This design comes from an exercise in tuning for small area, a short achievable clock period and few clock cycles per item on the open sky130 flow, not from production work.
Where RTL was checked, it was by simulation tests only, not by an equivalence proof against the original.

== job 160 ==
Design bv2_ctr_xor, start of the top module:
module bv2_ctr_xor (
    input  wire         clk,
    input  wire         rst,           
    input  wire         in_valid,
    output wire         in_ready,
    input  wire         in_link,       
    input  wire [23:0]  in_major,      
    input  wire [5:0]   in_minor,      
    input  wire [31:0]  in_line,       
    input  wire [3:0]   in_casc_id,    
    input  wire [1:0]   in_port,       
    input  wire [47:0]  in_frame_ctr,  
    input  wire [15:0]  in_blk,        
    input  wire [255:0] in_key,        
    input  wire [127:0] in_data,       
    output wire         out_valid,
    input  wire         out_ready,
    output wire [127:0] out_data
);
Size: about 390 flip-flops, ~650 I/O pins, ~42,000 sq um of cells after synthesis.
==> flow/config.mk <==
export PLATFORM = sky130hd
export DESIGN_NAME = bv2_ctr_xor
export DESIGN_NICKNAME = bv2_ctr_xor
export VERILOG_FILES = /design/flow/design.v
export SDC_FILE = /design/flow/constraint.sdc
export NUM_CORES = 4
export LEC_CHECK = 0
export CAP_MARGIN = 20
export CORE_MARGIN = 2
export CORE_UTILIZATION = 40
export SETUP_SLACK_MARGIN = 3.5
export SLEW_MARGIN = 20
==> flow/constraint.sdc <==
create_clock -name core_clock -period 10.0 [get_ports {clk}]
set_input_delay 2.0000 -clock core_clock [delete_from_list [all_inputs] [get_ports {clk}]]
set_output_delay 2.0000 -clock core_clock [all_outputs]
set_load 0.01 [all_outputs]
standard.sh (not shown) runs the stock make flow with config.mk's settings and CLKGATE_MAP_FILE= SYNTH_SCRIPT=/design/flow/synth_recipe.tcl, a recipe that flattens the netlist after the stock synthesis.
==> flow/flow/run.sh <==
#!/bin/bash
# Own flow: the standard layout (standard.sh) with two changes:
#  - synthesis runs flow/my_synth.tcl, the standard synthesis script except
#    that ABC maps with flow/area.abc (structural choices, then &nf);
#  - the port buffers are sky130_fd_sc_hd__buf_1 (every port still gets one).
set -euo pipefail
W=$PWD
export MY_ABC_SCRIPT=$W/flow/area.abc
sed -E "s#SYNTH_SCRIPT=[^ ]+#SYNTH_SCRIPT=$W/flow/my_synth.tcl#" standard.sh > my_standard.sh
grep -q "SYNTH_SCRIPT=$W/flow/my_synth.tcl" my_standard.sh
bash my_standard.sh "BUFFER_PORTS_ARGS=-buffer_cell sky130_fd_sc_hd__buf_1" finish > $W/flow_make.log 2>&1
==> flow/flow/area.abc <==
&get -n
&st
&dch
&nf
&put
==> flow/flow/my_synth.tcl <==
# The standard synthesis (synth_recipe.tcl), with one change: ABC maps the
# logic with the script named by MY_ABC_SCRIPT instead of ORFS's. Every other
# pass, and so every register's name and cell, is the standard synthesis's.
proc synth {args} { yosys synth -nofsm -noshare {*}$args }
proc abc {args} {
  set i [lsearch -exact $args -script]
  if { $i >= 0 } { lset args [expr { $i + 1 }] $::env(MY_ABC_SCRIPT) }
  yosys abc {*}$args
}
source $::env(SCRIPTS_DIR)/synth.tcl
# left out here: clear keep_hierarchy, flatten, clean up, hide names made inside functions, write 1_2_yosys.v
diff inputs: job 160 => job 4851
--- a/flow/design.v
+++ b/flow/design.v
@@ -104,54 +104,57 @@
                         xtime(s[127 - 8*(4*c + r) -: 8] ^
                               s[127 - 8*(4*c + (r + 1) % 4) -: 8]);
             end
         end
     endfunction
     reg          run;       
     reg          ov;        
     reg  [3:0]   rnd;       
     reg  [127:0] st;        
     reg  [127:0] ka, kb;    
     wire last  = (rnd == 4'd14);
-    wire take  = run && last;                   
+    wire take  = run && (rnd == 4'd13);         
     wire load  = in_valid && !run && (!ov || out_ready);
     wire [127:0] ctr_blk = in_link
         ? {8'h01, in_casc_id, in_port, 2'b00, in_frame_ctr, 48'h0, in_blk}
         : {8'h00, in_major, in_minor, 56'h0, in_line, in_blk[1:0]};
     reg [255:0] key_be;
     integer k;
     always @(*) begin
         for (k = 0; k < 32; k = k + 1)
             key_be[255 - 8*k -: 8] = in_key[8*k +: 8];
     end
     wire [127:0] ss        = sub_shift(st);
-    wire [127:0] round_out = ss ^ kb ^ (last ? in_data : mix_delta(ss));
+    wire [127:0] round_out = ss ^ (mix_delta(ss) & {128{~last}}) ^ kb;
     reg [7:0] rcon;
     always @(*) begin
         case (rnd[3:1])
             3'd0: rcon = 8'h01;
             3'd1: rcon = 8'h02;
             3'd2: rcon = 8'h04;
             3'd3: rcon = 8'h08;
             3'd4: rcon = 8'h10;
             3'd5: rcon = 8'h20;
             default: rcon = 8'h40;
         endcase
     end
-    wire [31:0] kin = rnd[0] ? {kb[23:0], kb[31:24]} : kb[31:0];
-    wire [31:0] sw  = {sbox(kin[31:24]), sbox(kin[23:16]), sbox(kin[15:8]), sbox(kin[7:0])};
-    wire [31:0] p0  = ka[127:96] ^ {rcon & {8{rnd[0]}}, 24'h0};
-    wire [31:0] p1  = p0 ^ ka[95:64];
-    wire [31:0] p2  = p1 ^ ka[63:32];
-    wire [31:0] p3  = p2 ^ ka[31:0];
-    wire [127:0] key_next = {p0 ^ sw, p1 ^ sw, p2 ^ sw, p3 ^ sw};
+    wire [31:0] sw = {sbox(kb[31:24]), sbox(kb[23:16]), sbox(kb[15:8]), sbox(kb[7:0])};
+    wire [31:0] kt = rnd[0] ? ({sw[23:0], sw[31:24]} ^ {rcon, 24'h0}) : sw;
+    wire [31:0] p1 = ka[127:96] ^ ka[95:64];
+    wire [31:0] p2 = p1 ^ ka[63:32];
+    wire [31:0] p3 = p2 ^ ka[31:0];
+    wire [31:0] w0 = ka[127:96] ^ kt;
+    wire [31:0] w1 = p1 ^ kt;
+    wire [31:0] w2 = p2 ^ kt;
+    wire [31:0] w3 = p3 ^ kt;
+    wire [127:0] key_next = {w0, w1, w2, w3} ^ (in_data & {128{take}});
     wire         sel_run  = run & ~load;
     wire         sel_hold = ~run & ~load;
     wire [127:0] st_next  = ({128{load}}     & (ctr_blk ^ key_be[255:128])) |
                             ({128{sel_run}}  & round_out) |
                             ({128{sel_hold}} & st);
     always @(posedge clk) begin
         if (rst) begin
             run <= 1'b0;
             ov  <= 1'b0;
         end else begin
             if (load) begin
==> comparison <==
Job 4851 | stages: all done | timing, DRC, antenna: all pass. In job 4851, global-route track usage on met1 is higher than in job 160. Diff job 160 -> job 4851: wire length went up by 5.6%; global-route usage over all layers grew by 0.95 points. Looking only at overall die width, and setting everything else aside, the lower value of job 4851 and job 160 goes to job 160. Between job 160 and job 4851, number of global-route vias before repair increased. Setup WNS job 160 -> job 4851: better. As far as arithmetic-cell share of the synthesized area counting full adders, half adders and majority gates is concerned, job 4851 and job 160 perform about the same. Changes observed in job 4851 relative to job 160: area of the die went up 1800 sq um; gate count after technology mapping rose 4.1%.
Testbench counts of job 4851, summed over its fixed seeds: cycles 7,688, items 512.
For job 160, only the layout was checked, not whether the RTL still works.

* * *

The RTL this note starts from:
==> flow/design.v <==
module bv2_ctr_xor (
    input  wire         clk,
    input  wire         rst,           
    input  wire         in_valid,
    output wire         in_ready,
    input  wire         in_link,       
    input  wire [23:0]  in_major,      
    input  wire [5:0]   in_minor,      
    input  wire [31:0]  in_line,       
    input  wire [3:0]   in_casc_id,    
    input  wire [1:0]   in_port,       
    input  wire [47:0]  in_frame_ctr,  
    input  wire [15:0]  in_blk,        
    input  wire [255:0] in_key,        
    input  wire [127:0] in_data,       
    output wire         out_valid,
    input  wire         out_ready,
    output wire [127:0] out_data
);
    function [7:0] sbox;
        input [7:0] a;
        reg u0, u1, u2, u3, u4, u5, u6, u7;
        reg t1, t2, t3, t4, t5, t6, t7, t8, t9, t10, t11, t12, t13, t14;
        reg t15, t16, t17, t18, t19, t20, t21, t22, t23, t24, t25, t26, t27;
        reg m1, m2, m3, m4, m5, m6, m7, m8, m9, m10, m11, m12, m13, m14, m15;
        reg m16, m17, m18, m19, m20, m21, m22, m23, m24, m25, m26, m27, m28;
        reg m29, m30, m31, m32, m33, m34, m35, m36, m37, m38, m39, m40, m41;
        reg m42, m43, m44, m45, m46, m47, m48, m49, m50, m51, m52, m53, m54;
        reg m55, m56, m57, m58, m59, m60, m61, m62, m63;
        reg l0, l1, l2, l3, l4, l5, l6, l7, l8, l9, l10, l11, l12, l13, l14;
        reg l15, l16, l17, l18, l19, l20, l21, l22, l23, l24, l25, l26, l27;
        reg l28, l29;
        begin
            u0 = a[7]; u1 = a[6]; u2 = a[5]; u3 = a[4];
            u4 = a[3]; u5 = a[2]; u6 = a[1]; u7 = a[0];
            t1 = u0 ^ u3;   t2 = u0 ^ u5;   t3 = u0 ^ u6;   t4 = u3 ^ u5;
            t5 = u4 ^ u6;   t6 = t1 ^ t5;   t7 = u1 ^ u2;   t8 = u7 ^ t6;
            t9 = u7 ^ t7;   t10 = t6 ^ t7;  t11 = u1 ^ u5;  t12 = u2 ^ u5;
            t13 = t3 ^ t4;  t14 = t6 ^ t11; t15 = t5 ^ t11; t16 = t5 ^ t12;
            t17 = t9 ^ t16; t18 = u3 ^ u7;  t19 = t7 ^ t18; t20 = t1 ^ t19;
            t21 = u6 ^ u7;  t22 = t7 ^ t21; t23 = t2 ^ t22; t24 = t2 ^ t10;
            t25 = t20 ^ t17; t26 = t3 ^ t16; t27 = t1 ^ t12;
            m1 = t13 & t6;   m2 = t23 & t8;   m3 = t14 ^ m1;   m4 = t19 & u7;
            m5 = m4 ^ m1;    m6 = t3 & t16;   m7 = t22 & t9;   m8 = t26 ^ m6;
            m9 = t20 & t17;  m10 = m9 ^ m6;   m11 = t1 & t15;  m12 = t4 & t27;
            m13 = m12 ^ m11; m14 = t2 & t10;  m15 = m14 ^ m11; m16 = m3 ^ m2;
            m17 = m5 ^ t24;  m18 = m8 ^ m7;   m19 = m10 ^ m15; m20 = m16 ^ m13;
            m21 = m17 ^ m15; m22 = m18 ^ m13; m23 = m19 ^ t25; m24 = m22 ^ m23;
            m25 = m22 & m20; m26 = m21 ^ m25; m27 = m20 ^ m21; m28 = m23 ^ m25;
            m29 = m28 & m27; m30 = m26 & m24; m31 = m20 & m23; m32 = m27 & m31;
            m33 = m27 ^ m25; m34 = m21 & m22; m35 = m24 & m34; m36 = m24 ^ m25;
            m37 = m21 ^ m29; m38 = m32 ^ m33; m39 = m23 ^ m30; m40 = m35 ^ m36;
            m41 = m38 ^ m40; m42 = m37 ^ m39; m43 = m37 ^ m38; m44 = m39 ^ m40;
            m45 = m42 ^ m41;
            m46 = m44 & t6;  m47 = m40 & t8;  m48 = m39 & u7;  m49 = m43 & t16;
            m50 = m38 & t9;  m51 = m37 & t17; m52 = m42 & t15; m53 = m45 & t27;
            m54 = m41 & t10; m55 = m44 & t13; m56 = m40 & t23; m57 = m39 & t19;
            m58 = m43 & t3;  m59 = m38 & t22; m60 = m37 & t20; m61 = m42 & t1;
            m62 = m45 & t4;  m63 = m41 & t2;
            l0 = m61 ^ m62;  l1 = m50 ^ m56;  l2 = m46 ^ m48;  l3 = m47 ^ m55;
            l4 = m54 ^ m58;  l5 = m49 ^ m61;  l6 = m62 ^ l5;   l7 = m46 ^ l3;
            l8 = m51 ^ m59;  l9 = m52 ^ m53;  l10 = m53 ^ l4;  l11 = m60 ^ l2;
            l12 = m48 ^ m51; l13 = m50 ^ l0;  l14 = m52 ^ m61; l15 = m55 ^ l1;
            l16 = m56 ^ l0;  l17 = m57 ^ l1;  l18 = m58 ^ l8;  l19 = m63 ^ l4;
            l20 = l0 ^ l1;   l21 = l1 ^ l7;   l22 = l3 ^ l12;  l23 = l18 ^ l2;
            l24 = l15 ^ l9;  l25 = l6 ^ l10;  l26 = l7 ^ l9;   l27 = l8 ^ l10;
            l28 = l11 ^ l14; l29 = l11 ^ l17;
            sbox[7] = l6 ^ l24;
            sbox[6] = ~(l16 ^ l26);
            sbox[5] = ~(l19 ^ l28);
            sbox[4] = l6 ^ l21;
            sbox[3] = l20 ^ l22;
            sbox[2] = l25 ^ l29;
            sbox[1] = ~(l13 ^ l27);
            sbox[0] = ~(l6 ^ l23);
        end
    endfunction
    function [7:0] xtime;
        input [7:0] a;
        begin
            xtime = {a[6:0], 1'b0} ^ (a[7] ? 8'h1b : 8'h00);
        end
    endfunction
    function [127:0] sub_shift;
        input [127:0] s;
        integer c, r;
        begin
            for (c = 0; c < 4; c = c + 1)
                for (r = 0; r < 4; r = r + 1)
                    sub_shift[127 - 8*(4*c + r) -: 8] =
                        sbox(s[127 - 8*(4*((c + r) % 4) + r) -: 8]);
        end
    endfunction
    function [127:0] mix_delta;
        input [127:0] s;
        integer c, r;
        reg [7:0] t;
        begin
            for (c = 0; c < 4; c = c + 1) begin
                t = s[127 - 32*c -: 8] ^ s[119 - 32*c -: 8] ^
                    s[111 - 32*c -: 8] ^ s[103 - 32*c -: 8];
                for (r = 0; r < 4; r = r + 1)
                    mix_delta[127 - 8*(4*c + r) -: 8] = t ^
                        xtime(s[127 - 8*(4*c + r) -: 8] ^
                              s[127 - 8*(4*c + (r + 1) % 4) -: 8]);
            end
        end
    endfunction
    reg          run;       
    reg          ov;        
    reg  [3:0]   rnd;       
    reg  [127:0] st;        
    reg  [127:0] ka, kb;    
    wire last  = (rnd == 4'd14);
    wire take  = run && last;                   
    wire load  = in_valid && !run && (!ov || out_ready);
    wire [127:0] ctr_blk = in_link
        ? {8'h01, in_casc_id, in_port, 2'b00, in_frame_ctr, 48'h0, in_blk}
        : {8'h00, in_major, in_minor, 56'h0, in_line, in_blk[1:0]};
    reg [255:0] key_be;
    integer k;
    always @(*) begin
        for (k = 0; k < 32; k = k + 1)
            key_be[255 - 8*k -: 8] = in_key[8*k +: 8];
    end
    wire [127:0] ss        = sub_shift(st);
    wire [127:0] round_out = ss ^ kb ^ (last ? in_data : mix_delta(ss));
    reg [7:0] rcon;
    always @(*) begin
        case (rnd[3:1])
            3'd0: rcon = 8'h01;
            3'd1: rcon = 8'h02;
            3'd2: rcon = 8'h04;
            3'd3: rcon = 8'h08;
            3'd4: rcon = 8'h10;
            3'd5: rcon = 8'h20;
            default: rcon = 8'h40;
        endcase
    end
    wire [31:0] kin = rnd[0] ? {kb[23:0], kb[31:24]} : kb[31:0];
    wire [31:0] sw  = {sbox(kin[31:24]), sbox(kin[23:16]), sbox(kin[15:8]), sbox(kin[7:0])};
    wire [31:0] p0  = ka[127:96] ^ {rcon & {8{rnd[0]}}, 24'h0};
    wire [31:0] p1  = p0 ^ ka[95:64];
    wire [31:0] p2  = p1 ^ ka[63:32];
    wire [31:0] p3  = p2 ^ ka[31:0];
    wire [127:0] key_next = {p0 ^ sw, p1 ^ sw, p2 ^ sw, p3 ^ sw};
    wire         sel_run  = run & ~load;
    wire         sel_hold = ~run & ~load;
    wire [127:0] st_next  = ({128{load}}     & (ctr_blk ^ key_be[255:128])) |
                            ({128{sel_run}}  & round_out) |
                            ({128{sel_hold}} & st);
    always @(posedge clk) begin
        if (rst) begin
            run <= 1'b0;
            ov  <= 1'b0;
        end else begin
            if (load) begin
                run <= 1'b1;
                ov  <= 1'b0;
            end else if (run && last) begin
                run <= 1'b0;
                ov  <= 1'b1;
            end else if (out_ready) begin
                ov  <= 1'b0;
            end
        end
        st <= st_next;
        if (load) begin
            rnd <= 4'd1;
            ka  <= key_be[255:128];
            kb  <= key_be[127:0];
        end else begin
            rnd <= rnd + 4'd1;
            ka <= kb;
            kb <= key_next;
        end
    end
    assign in_ready  = take;
    assign out_valid = ov;
    assign out_data  = st;
endmodule
==> flow/config.mk <==
export PLATFORM = sky130hd
export DESIGN_NAME = bv2_ctr_xor
export DESIGN_NICKNAME = bv2_ctr_xor
export VERILOG_FILES = /design/flow/design.v
export SDC_FILE = /design/flow/constraint.sdc
export NUM_CORES = 4
export LEC_CHECK = 0
export CAP_MARGIN = 20
export CORE_MARGIN = 2
export CORE_UTILIZATION = 40
export CTS_BUF_LIST = sky130_fd_sc_hd__clkbuf_8 sky130_fd_sc_hd__clkbuf_16
export CTS_CLUSTER_DIAMETER = 90
export CTS_CLUSTER_SIZE = 28
export SETUP_SLACK_MARGIN = 3.5
export SLEW_MARGIN = 20
==> flow/constraint.sdc <==
create_clock -name core_clock -period 10.0 [get_ports {clk}]
set_input_delay 2.0000 -clock core_clock [delete_from_list [all_inputs] [get_ports {clk}]]
set_output_delay 2.0000 -clock core_clock [all_outputs]
set_load 0.01 [all_outputs]
Scripts as last shown in full above: flow/flow/run.sh, flow/flow/area.abc, flow/flow/my_synth.tcl
Change:
--- a/flow/design.v
+++ b/flow/design.v
@@ -134,19 +134,22 @@
             3'd3: rcon = 8'h08;
             3'd4: rcon = 8'h10;
             3'd5: rcon = 8'h20;
             default: rcon = 8'h40;
         endcase
     end
-    wire [31:0] kin = rnd[0] ? {kb[23:0], kb[31:24]} : kb[31:0];
-    wire [31:0] sw  = {sbox(kin[31:24]), sbox(kin[23:16]), sbox(kin[15:8]), sbox(kin[7:0])};
-    wire [31:0] p0  = ka[127:96] ^ {rcon & {8{rnd[0]}}, 24'h0};
-    wire [31:0] p1  = p0 ^ ka[95:64];
-    wire [31:0] p2  = p1 ^ ka[63:32];
-    wire [31:0] p3  = p2 ^ ka[31:0];
-    wire [127:0] key_next = {p0 ^ sw, p1 ^ sw, p2 ^ sw, p3 ^ sw};
+    wire [31:0] sw = {sbox(kb[31:24]), sbox(kb[23:16]), sbox(kb[15:8]), sbox(kb[7:0])};
+    wire [31:0] kt = rnd[0] ? ({sw[23:0], sw[31:24]} ^ {rcon, 24'h0}) : sw;
+    wire [31:0] p1 = ka[127:96] ^ ka[95:64];
+    wire [31:0] p2 = p1 ^ ka[63:32];
+    wire [31:0] p3 = p2 ^ ka[31:0];
+    wire [31:0] w0 = ka[127:96] ^ kt;
+    wire [31:0] w1 = p1 ^ kt;
+    wire [31:0] w2 = p2 ^ kt;
+    wire [31:0] w3 = p3 ^ kt;
+    wire [127:0] key_next = {w0, w1, w2, w3};
     wire         sel_run  = run & ~load;
     wire         sel_hold = ~run & ~load;
     wire [127:0] st_next  = ({128{load}}     & (ctr_blk ^ key_be[255:128])) |
                             ({128{sel_run}}  & round_out) |
                             ({128{sel_hold}} & st);
     always @(posedge clk) begin
What happened: Wire length grows by 2.8%; maximum frequency hardly moves; sequential share of layout area goes up by 0.11 points; critical path depth falls by 1; cell area is lower by 0.40%; sequential cell count stays the same; global-route usage goes up by 0.74 points; first-iteration DRC count climbs by 24%; non-clock buffer count falls by 11; core utilization is lower by 0.26 points; via count rises by 1.6%.
Testbench counts after the change, summed over its fixed seeds: cycles 7,688, items 512.
The RTL of the first run of this note was laid out without a check of its function.

## separate check: timing with driven ports
In the flow no input, the clock included, has a driving cell. The finished layouts below were timed again as built, in two steps. Step 1: set_driving_cell puts a clkbuf_16 on clk and a buf_2 on each other input, an assumption about the parent block. Step 2 adds t to the input delays and takes it off the output delays; t is the mean of the earliest and latest rising clock arrival at the registers after step 1. Input paths then give back, and output paths get back, about the clock's delay inside the block. a / b / c = no drivers / after step 1 / after step 2; a / b = the first two.
| run | t, ns | setup WS [ns] | cell pins on the clock port's net |
|---|---|---|---|
| job 160 | 0.693 | 3.641 / 3.641 / 3.641 | 1 |
| job 4851 | 0.730 | 3.673 / 3.673 / 3.673 | 1 |
| the first run of note 2 | 0.682 | 3.679 / 3.679 / 3.679 | 1 |
| the second run of note 2 | 0.725 | 3.681 / 3.681 / 3.681 | 1 |
After both steps setup and hold are still met in every run listed.
